Context: an optimization exercise on an open-source flow, tuned for small area and a short achievable clock period. The choices shown serve that exercise and are no tape-out recipe.
Only simulation tests tie the RTL to the original design; equivalence was not proved.

==> module scr_pick, before the edit <==
module scr_pick (
    input      [11:0] g,
    input      [95:0] curve,
    output     [11:0] pa,
    output     [11:0] pb,
    output     [11:0] s,
    output            dec,
    output            m0
);
    wire [2:0]  g3 = g[11:9];
    reg  [2:0]  b0, b1;
    reg         x0, x1;
    integer k, i;
    always @(*) begin
        for (k = 0; k < 3; k = k + 1) begin
            x0 = 1'b0;
            x1 = 1'b1;
            for (i = 0; i < 3; i = i + 1) begin
                x0 = (~g[3 * k + i] & g3[i]) | ((~g[3 * k + i] | g3[i]) & x0);
                x1 = (~g[3 * k + i] & g3[i]) | ((~g[3 * k + i] | g3[i]) & x1);
            end
            b0[k] = x0;
            b1[k] = x1;
        end
    end
    wire        l1 = b0[0] ? b1[1] : b0[1];
    wire        lt = l1 ? b1[2] : b0[2];
    assign      dec = lt | (&g);                   
    reg  [3:0]  ea0, ea1, ob0, ob1;                
    always @(*) begin
        case (g3)
            3'd0:    begin ea0 = 4'b0001; ea1 = 4'b0001; ob0 = 4'b0001; ob1 = 4'b0001; end
            3'd1:    begin ea0 = 4'b0010; ea1 = 4'b0001; ob0 = 4'b0001; ob1 = 4'b0001; end
            3'd2:    begin ea0 = 4'b0010; ea1 = 4'b0010; ob0 = 4'b0010; ob1 = 4'b0001; end
            3'd3:    begin ea0 = 4'b0100; ea1 = 4'b0010; ob0 = 4'b0010; ob1 = 4'b0010; end
            3'd4:    begin ea0 = 4'b0100; ea1 = 4'b0100; ob0 = 4'b0100; ob1 = 4'b0010; end
            3'd5:    begin ea0 = 4'b1000; ea1 = 4'b0100; ob0 = 4'b0100; ob1 = 4'b0100; end
            3'd6:    begin ea0 = 4'b1000; ea1 = 4'b1000; ob0 = 4'b1000; ob1 = 4'b0100; end
            default: begin ea0 = 4'b1000; ea1 = 4'b1000; ob0 = 4'b1000; ob1 = 4'b1000; end
        endcase
    end
    wire [3:0]  ea = lt ? ea1 : ea0;
    wire [3:0]  ob = lt ? ob1 : ob0;
    scr_sel4 u_sela (.sel(ea), .p0(curve[11:0]),  .p1(curve[35:24]), .p2(curve[59:48]), .p3(curve[83:72]), .y(pa));
    scr_sel4 u_selb (.sel(ob), .p0(curve[23:12]), .p1(curve[47:36]), .p2(curve[71:60]), .p3(curve[95:84]), .y(pb));
    scr_rot u_rot (.g(g), .s(s));
    assign m0 = g[9] ^ dec;
endmodule
==> module scr_sel4, before the edit <==
module scr_sel4 (
    input      [3:0]  sel,
    input      [11:0] p0,
    input      [11:0] p1,
    input      [11:0] p2,
    input      [11:0] p3,
    output     [11:0] y
);
    assign y = ({12{sel[0]}} & p0) | ({12{sel[1]}} & p1)
             | ({12{sel[2]}} & p2) | ({12{sel[3]}} & p3);
endmodule
clock: 70.0 ns
lec_check: 0
abc_clock_period_in_ps: 40000
cap_margin: 20
core_margin: 2
core_utilization: 40
place_density: 0.6
slew_margin: 20
synth_hierarchical: 1
synth_minimum_keep_size: 0
standard.sh (not shown) runs the stock make flow with config.mk's settings and CLKGATE_MAP_FILE= SYNTH_SCRIPT=/design/flow/synth_recipe.tcl, a recipe that flattens the netlist after the stock synthesis.
==> flow/flow/run.sh <==
#!/bin/bash
# The standard layout (standard.sh), with each port buffered by a
# sky130_fd_sc_hd__buf_2 instead of the cell buffer_ports picks by default.
# make's full output goes to standard.log; ORFS writes each step's log under
# orfs/logs/.
set -euo pipefail
export BUFFER_PORTS_ARGS="-buffer_cell sky130_fd_sc_hd__buf_2"
bash standard.sh > standard.log 2>&1
Edit:
--- a/flow/design.v
+++ b/flow/design.v
@@ -557,22 +557,13 @@
     end
     wire [3:0]  ea = lt ? ea1 : ea0;
     wire [3:0]  ob = lt ? ob1 : ob0;
-    scr_sel4 u_sela (.sel(ea), .p0(curve[11:0]),  .p1(curve[35:24]), .p2(curve[59:48]), .p3(curve[83:72]), .y(pa));
-    scr_sel4 u_selb (.sel(ob), .p0(curve[23:12]), .p1(curve[47:36]), .p2(curve[71:60]), .p3(curve[95:84]), .y(pb));
+    assign pa = ({12{ea[0]}} & curve[11:0])  | ({12{ea[1]}} & curve[35:24])
+              | ({12{ea[2]}} & curve[59:48]) | ({12{ea[3]}} & curve[83:72]);
+    assign pb = ({12{ob[0]}} & curve[23:12]) | ({12{ob[1]}} & curve[47:36])
+              | ({12{ob[2]}} & curve[71:60]) | ({12{ob[3]}} & curve[95:84]);
     scr_rot u_rot (.g(g), .s(s));
     assign m0 = g[9] ^ dec;
 endmodule
-module scr_sel4 (
-    input      [3:0]  sel,
-    input      [11:0] p0,
-    input      [11:0] p1,
-    input      [11:0] p2,
-    input      [11:0] p3,
-    output     [11:0] y
-);
-    assign y = ({12{sel[0]}} & p0) | ({12{sel[1]}} & p1)
-             | ({12{sel[2]}} & p2) | ({12{sel[3]}} & p3);
-endmodule
 module scr_rot (
     input      [11:0] g,
     output     [11:0] s
After rerunning: Synthesized cell count increases by a few percent; worst setup slack got worse by 110 ps; first-iteration DRC count came out higher by a few percent; routed wire length went up by a few percent; core utilization rises by 0.44 points; register-to-register slack degrades by 90 ps; critical path depth went down by 1; hold slack got worse by 15 ps; via count rose by a few percent.

## separate check: timing with driven ports
No port has a modelled driver above. Below, the same layouts with a new extraction and two added sets of constraints. Step 1: set_driving_cell puts a clkbuf_16 on clk and a buf_2 on each other input, an assumption about the parent block. Step 2 moves the port delays by t, midway between the first and last clock arrival at a register: inputs arrive t later, outputs are due t later. That takes back most of the time a late clock gives input paths. Three values: no drivers, after step 1, after step 2; two values: the first two.
| run | t, ns | setup slack, ns | hold WS [ns] | clock arrival spread, ns | slew at the worst register clock pin (ns) |
|---|---|---|---|---|---|
| the first run | 0.470 | 53.747 / 53.775 / 53.305 | 0.460 / 0.460 / 0.460 | 0.020 / 0.020 | 0.07 / 0.07 |
| the second run | 0.471 | 53.640 / 53.666 / 53.196 | 0.446 / 0.446 / 0.446 | 0.011 / 0.011 | 0.07 / 0.07 |
After both steps setup and hold are still met in every run listed. The setup slack of the second run, which loses most, moves by +0.026 ns with the drivers and by -0.444 ns with both steps.
